Background: an optimization exercise with open tools, aiming at small area, a short achievable clock period and few clock cycles per item. Do not read the settings as production practice.
Function was checked by simulation only, so behaviour that the tests miss may differ from the original.
Power figures rest on the tool's default switching activity, not on a simulated workload.

## design.v

```verilog
module sha256_engine (
    input  wire         clk,
    input  wire         rst,         
    input  wire         in_valid,
    output wire         in_ready,
    input  wire         in_first,
    input  wire [31:0]  in_data,
    output wire         out_valid,
    input  wire         out_ready,
    output wire [255:0] out_digest
);
    localparam [1:0] S_LOAD  = 2'd0,
                     S_RUN   = 2'd1,
                     S_FINAL = 2'd2,
                     S_OUT   = 2'd3;
    reg [1:0]  state;
    reg [3:0]  wcnt;
    reg [5:0]  rcnt;
    reg        first_q;
    reg [31:0] w [0:15];
    reg [31:0] a, b, c, d, e, f, g, h;
    reg [31:0] H0, H1, H2, H3, H4, H5, H6, H7;
    function [31:0] rotr(input [31:0] x, input integer n);
        rotr = (x >> n) | (x << (32 - n));
    endfunction
    function [31:0] bsig0(input [31:0] x);
        bsig0 = rotr(x, 2) ^ rotr(x, 13) ^ rotr(x, 22);
    endfunction
    function [31:0] bsig1(input [31:0] x);
        bsig1 = rotr(x, 6) ^ rotr(x, 11) ^ rotr(x, 25);
    endfunction
    function [31:0] ssig0(input [31:0] x);
        ssig0 = rotr(x, 7) ^ rotr(x, 18) ^ (x >> 3);
    endfunction
    function [31:0] ssig1(input [31:0] x);
        ssig1 = rotr(x, 17) ^ rotr(x, 19) ^ (x >> 10);
    endfunction
    localparam [31:0] IV0 = 32'h6a09e667, IV1 = 32'hbb67ae85,
                      IV2 = 32'h3c6ef372, IV3 = 32'ha54ff53a,
                      IV4 = 32'h510e527f, IV5 = 32'h9b05688c,
                      IV6 = 32'h1f83d9ab, IV7 = 32'h5be0cd19;
    reg [31:0] k_t;
    always @(*) begin
        case (rcnt)
            6'd0:  k_t = 32'h428a2f98; 6'd1:  k_t = 32'h71374491;
            6'd2:  k_t = 32'hb5c0fbcf; 6'd3:  k_t = 32'he9b5dba5;
            6'd4:  k_t = 32'h3956c25b; 6'd5:  k_t = 32'h59f111f1;
            6'd6:  k_t = 32'h923f82a4; 6'd7:  k_t = 32'hab1c5ed5;
            6'd8:  k_t = 32'hd807aa98; 6'd9:  k_t = 32'h12835b01;
            6'd10: k_t = 32'h243185be; 6'd11: k_t = 32'h550c7dc3;
            6'd12: k_t = 32'h72be5d74; 6'd13: k_t = 32'h80deb1fe;
            6'd14: k_t = 32'h9bdc06a7; 6'd15: k_t = 32'hc19bf174;
            6'd16: k_t = 32'he49b69c1; 6'd17: k_t = 32'hefbe4786;
            6'd18: k_t = 32'h0fc19dc6; 6'd19: k_t = 32'h240ca1cc;
            6'd20: k_t = 32'h2de92c6f; 6'd21: k_t = 32'h4a7484aa;
            6'd22: k_t = 32'h5cb0a9dc; 6'd23: k_t = 32'h76f988da;
            6'd24: k_t = 32'h983e5152; 6'd25: k_t = 32'ha831c66d;
            6'd26: k_t = 32'hb00327c8; 6'd27: k_t = 32'hbf597fc7;
            6'd28: k_t = 32'hc6e00bf3; 6'd29: k_t = 32'hd5a79147;
            6'd30: k_t = 32'h06ca6351; 6'd31: k_t = 32'h14292967;
            6'd32: k_t = 32'h27b70a85; 6'd33: k_t = 32'h2e1b2138;
            6'd34: k_t = 32'h4d2c6dfc; 6'd35: k_t = 32'h53380d13;
            6'd36: k_t = 32'h650a7354; 6'd37: k_t = 32'h766a0abb;
            6'd38: k_t = 32'h81c2c92e; 6'd39: k_t = 32'h92722c85;
            6'd40: k_t = 32'ha2bfe8a1; 6'd41: k_t = 32'ha81a664b;
            6'd42: k_t = 32'hc24b8b70; 6'd43: k_t = 32'hc76c51a3;
            6'd44: k_t = 32'hd192e819; 6'd45: k_t = 32'hd6990624;
            6'd46: k_t = 32'hf40e3585; 6'd47: k_t = 32'h106aa070;
            6'd48: k_t = 32'h19a4c116; 6'd49: k_t = 32'h1e376c08;
            6'd50: k_t = 32'h2748774c; 6'd51: k_t = 32'h34b0bcb5;
            6'd52: k_t = 32'h391c0cb3; 6'd53: k_t = 32'h4ed8aa4a;
            6'd54: k_t = 32'h5b9cca4f; 6'd55: k_t = 32'h682e6ff3;
            6'd56: k_t = 32'h748f82ee; 6'd57: k_t = 32'h78a5636f;
            6'd58: k_t = 32'h84c87814; 6'd59: k_t = 32'h8cc70208;
            6'd60: k_t = 32'h90befffa; 6'd61: k_t = 32'ha4506ceb;
            6'd62: k_t = 32'hbef9a3f7; default: k_t = 32'hc67178f2;
        endcase
    end
    wire [31:0] ch   = (e & f) ^ (~e & g);
    wire [31:0] maj  = (a & b) ^ (a & c) ^ (b & c);
    wire [31:0] t1   = h + bsig1(e) + ch + k_t + w[0];
    wire [31:0] t2   = bsig0(a) + maj;
    wire [31:0] wnew = ssig1(w[14]) + w[9] + ssig0(w[1]) + w[0];
    wire        start_new = (wcnt == 4'd0) ? in_first : first_q;
    assign in_ready   = (state == S_LOAD);
    assign out_valid  = (state == S_OUT);
    assign out_digest = {H0, H1, H2, H3, H4, H5, H6, H7};
    wire [31:0] wsel = (state == S_RUN) ? wnew : in_data;
    wire        wshift = (state == S_RUN) || (state == S_LOAD && in_valid);
    integer i;
    always @(posedge clk) begin
        if (rst) begin
            state <= S_LOAD;
            wcnt  <= 4'd0;
            rcnt  <= 6'd0;
        end else begin
            case (state)
                S_LOAD: begin
                    if (in_valid) begin
                        wcnt <= wcnt + 4'd1;
                        if (wcnt == 4'd15) begin
                            rcnt  <= 6'd0;
                            state <= S_RUN;
                        end
                    end
                end
                S_RUN: begin
                    rcnt <= rcnt + 6'd1;
                    if (rcnt == 6'd63)
                        state <= S_FINAL;
                end
                S_FINAL: begin
                    state <= S_OUT;
                end
                default: begin  
                    if (out_ready)
                        state <= S_LOAD;
                end
            endcase
        end
    end
    always @(posedge clk) begin
        if (wshift) begin
            for (i = 0; i < 15; i = i + 1)
                w[i] <= w[i + 1];
            w[15] <= wsel;
        end
        if (state == S_LOAD && in_valid && wcnt == 4'd0)
            first_q <= in_first;
        if (state == S_RUN) begin
            h <= g;
            g <= f;
            f <= e;
            e <= d + t1;
            d <= c;
            c <= b;
            b <= a;
            a <= t1 + t2;
        end else if (start_new) begin
            {a, b, c, d, e, f, g, h} <= {IV0, IV1, IV2, IV3, IV4, IV5, IV6, IV7};
        end else begin
            {a, b, c, d, e, f, g, h} <= {H0, H1, H2, H3, H4, H5, H6, H7};
        end
        if (state == S_FINAL) begin
            H0 <= H0 + a;
            H1 <= H1 + b;
            H2 <= H2 + c;
            H3 <= H3 + d;
            H4 <= H4 + e;
            H5 <= H5 + f;
            H6 <= H6 + g;
            H7 <= H7 + h;
        end else if (state == S_LOAD && in_valid && wcnt == 4'd15 && start_new) begin
            {H0, H1, H2, H3, H4, H5, H6, H7} <= {IV0, IV1, IV2, IV3, IV4, IV5, IV6, IV7};
        end
    end
endmodule
```

## config.mk

```make
export PLATFORM = sky130hd
export DESIGN_NAME = sha256_engine
export DESIGN_NICKNAME = sha256_engine
export VERILOG_FILES = /design/flow/design.v
export SDC_FILE = /design/flow/constraint.sdc
export NUM_CORES = 4
export LEC_CHECK = 0
export CAP_MARGIN = 20
export CORE_MARGIN = 2
export CORE_UTILIZATION = 40
export SLEW_MARGIN = 20
```

## constraint.sdc

```tcl
create_clock -name core_clock -period 10.0 [get_ports {clk}]
set_input_delay 2.0000 -clock core_clock [delete_from_list [all_inputs] [get_ports {clk}]]
set_output_delay 2.0000 -clock core_clock [all_outputs]
set_load 0.01 [all_outputs]
```

## run.sh

```bash
#!/bin/bash
# synth_recipe.tcl (not shown) runs the flow's synth.tcl, then flattens the netlist and writes it again
# the make line also repeats each setting of config.mk as NAME=value (left out here)
make -C /OpenROAD-flow-scripts/flow DESIGN_CONFIG=/design/flow/config.mk WORK_HOME=/design/flow/orfs CLKGATE_MAP_FILE= SYNTH_SCRIPT=/design/flow/synth_recipe.tcl finish
```

==> summary.txt <==
# fillers 14600; post-layout net count 6842; post-DR vias/cell 5.74; CP startpoint kind flip-flop; full die area 160000 um2; kind of critical path reg2reg; instance count after placement with tap cells included around 8200; share of the synthesized area in the top cell type 36.7%; largest stage delay on the critical path 0.57 ns; total of warnings raised by yosys 2; number of enable-type register cells in the synthesized netlist 769; met2 track demand over resource 41.8%; CTS-repair resized insts 0; combinational family with the most area after synthesis compound AO/OA/AOI/OAI gates; most area-hungry cell type in the Yosys netlist edfxtp_1; share of synthesized cell area in full adder, half adder and majority cells 14.1%; crit path max fanout 6; Routed WL 219000 um; Final Instance Area 72200 um2; initial drt markers approximately 5700; met3 routing resource usage after global routing around 4.0%; total clock buffers created by CTS 118; leakage power summed over all cells between 20 and 30 nW; number of pins with negative max-slew slack in the final report 0; Wirelength per Cell 26.1 um; clock root buffer clkbuf_16; TritonCTS sink count 1069; RSZ-0062 raised after global routing no; post-route non-filler standard cell count 8377; Reg-to-Reg Start e[0]$_DFF_P_; via count of the first global-routing pass 45700; transition time at the pin with the least slew margin 1.08 ns; TritonRoute pass-1 iters 9; Final Core Density about 46%; start point of the critical path e[0]$_DFF_P_; synthesis-to-finish area growth 14.8%; Max VDD drop just over 0.4 mV; proportion of layout cells with a drive suffix above 1 5.51%; cell count after synthesis 6007; summed instance area of the synthesized netlist 62900 um2; PwrDens about 300 nW/um2; number of buffers inserted by port buffering 294; Period minus WS final around 8 ns; post-synthesis cell type count 84; total congestion overflow 0; Core ar. 156000 um2; Post-Synth Simple-Gate Area 10.8%; maximum buffer depth of the clock tree 3; sum of net half-perimeters after detailed placement 167000 um; Mapped Nets 6634; Hold Path Class reg2reg; overall fraction of global-route tracks in use 26.6%; width of the die 400 um; maximum clock skew at final layout 0.0486 ns; height of the die 400 um; DR vias 48100; global-route wire length before repair 315000 um; number of violations of the max-capacitance limit 0; share of the clock period used by the worst path after layout 79.9%; number of antenna violations at the first check in global routing 17; routability congestion estimate approximately 0.98; clock-pin transition on the worst setup and hold timing paths 0.07 ns; Seq/Total Area, Yosys 46.3%; post-synthesis async set-or-reset flop share 0%; maximum achievable frequency 0.125 GHz; xor/xnor cell area share of the yosys netlist under 10%; post-synthesis area per instance between 10 and 15 um2; number of synthesized register bits 1069; number of setup buffers added after CTS 0; combined buffer and inverter count along the critical path 5; maximum number of pins on one net before global-route repair approximately 170; DRC viols 0; largest cells by area after synthesis edfxtp_1 (37%), dfxtp_1 (9.6%), ha_1 (7.9%); worst reg2reg setup slack 2.01 ns; insertion delay of the later-clocked pin in the worst-skew pair 0.80 ns; capturing element type of the critical path flip-flop; hold path start w[7][26]$_DFFE_PP_; relative slew slack approximately 28%; Compound-Gate Fraction of Synth Area 16.2%; family with the most delay on the worst path adder cells; most used flip-flop cell after synthesis edfxtp_1; number of hold violations in the final report 0; most heavily used metal layer in global routing met2; initial standard-cell utilization of the core about two fifths; CTS Hold Bufs 0; required time of the critical path 10.61 ns; Sum Neg Setup Slack 0 ns; result of the run finished clean; TritonCTS clock tree done; share of synthesized area spent on multiplexers roughly 1.2%; std cell rows 145; number of nets with antenna violations after routing 0; deepest level of the CTS H-tree 3; cell area after placement a little under 70000 um2; final number of setup-violating endpoints 0; global-route met1 utilization 38.1%; slowest stage cell on the critical path a21boi_0; ports placed on the boundary 295; endpoint arrival time on the critical path 8.60 ns
-- report_power, final --
group | total (mW) | leakage [nW] | switching (mW) | internal [mW]
registers | 5.27 | 9.84 | 0.275 | 4.99
clock network | 4.72 | 2.06 | 1.99 | 2.73
logic | 12.0 | 16.5 | 7.13 | 4.89
total | 22.0 | 28.4 | 9.39 | 12.6
-- path summary, 6_finish.rpt --
| path | cells after the start | end |
|---|---|---|
| max | 29 | a[31]$_DFF_P_ |
| max reg2reg | 29 | a[31]$_DFF_P_ |
| min | 0 | w[6][26]$_DFFE_PP_ |
| min reg2reg | 0 | w[6][26]$_DFFE_PP_ |
-- kinds of logic (layout without fill, tap and decap cells) --
group           Yosys count  count (layout)
fa+ha+maj               593             593
compound gates         1561            1561
other cells               0               1
mux                      70              70
buf+inv                 684             995
xor+xnor                524             524
flops                  1069            1069
simple gates           1506            1506
-- layout make-up --
| type | count | area, um2 | area share (%) |
|---|---|---|---|
| Multi-Input combinational cell | 4254 | 31300 | 43.3 |
| Sequential cell | 1069 | 29100 | 40.3 |
| Timing Repair Buffer | 347 | 3410 | 4.72 |
| Clock buffer | 144 | 3230 | 4.48 |
| Tap cell | 2058 | 2570 | 3.57 |
| Inverter | 425 | 1600 | 2.22 |
| Clock inverter | 79 | 983 | 1.36 |
| Antenna cell | 1 | 2.50 | 0.00347 |
-- metal layers --
metal  wire length [um]  part of all wire (%)
met1              97700                    45
met2              98900                    45
met3              16300                   7.5
met4               6140                   2.8
met5                  0                     0
-- synth_stat cells, types with 28 or more instances --
cell       number
a211oi_1       60
a21o_1        180
a21oi_1       341
a2bb2oi_1     107
a31oi_1        48
and2_1         28
and3_1         36
clkbuf_1      234
dfxtp_1       300
edfxtp_1      769
fa_1          195
ha_1          395
inv_1         421
mux2_2         39
mux2i_1        31
nand2_1       569
nand2b_1       84
nand3_1        87
nand4_1        30
nor2_1        416
nor2b_1        44
nor3_1        106
o211ai_1       32
o21a_1         60
o21ai_0       417
o21bai_1       34
o31ai_1        43
xnor2_1       359
xor2_1        165
-- sequential cells by signal, summed over array words and instances, names as in the netlist --
name	cells
w	512
H0	32
H1	32
H2	32
H3	32
H4	32
H5	32
H6	32
H7	32
a	32
b	32
c	32
d	32
e	32
f	32
g	32
h	32
k_t	32
rcnt	6
wcnt	4
state	2
first_q	1
-- metrics by stage --
step                hold slack (ns)  total power, mW  setup WS, ns
detailed placement            0.405             17.2          2.13
global route                  0.386             23.7          1.40
global placement              0.401             17.2          2.10
CTS                           0.376             22.0          2.08
finish                        0.391             22.0          2.01
floorplan                     0.400             14.3         0.740
-- cell usage in the layout, fill, tap and decap left out, drive strengths merged, types with 48 or more instances in the layout --
master	instances
dfxtp	300
a31oi	48
a21oi	341
a21o	180
ha	395
a211oi	60
nor3	106
o21a	60
a2bb2oi	107
buf	53
xnor2	359
xor2	165
nand3	87
nor2	416
edfxtp	769
fa	195
o21ai	424
clkdlybuf4s50	294
clkbuf	144
clkinv	55
nand2b	84
inv	431
nand2	569
Testbench counts, summed over its fixed seeds: cycles 70,356, blocks 858.

[afterwards: timing with drivers on the ports]
No port has a modelled driver above. Below, the same layout with a new extraction and two added sets of constraints.
Step 1 assumes that a clkbuf_16 drives the clock port and a buf_2 every other input.
Step 2 moves the port delays by t, midway between the first and last clock arrival at a register: inputs arrive t later, outputs are due t later. That takes back most of the time a late clock gives input paths.
Slacks: no drivers / after step 1 / after step 2; pairs: no drivers / after step 1.
t, ns: 0.865
slack for setup (ns): 2.012 / 2.012 / 2.012
latest minus earliest clock arrival (ns): 0.051 / 0.051
After both steps this run still meets setup and hold. The setup slack of this run moves by 0.000 ns with the drivers and by 0.000 ns with both steps.
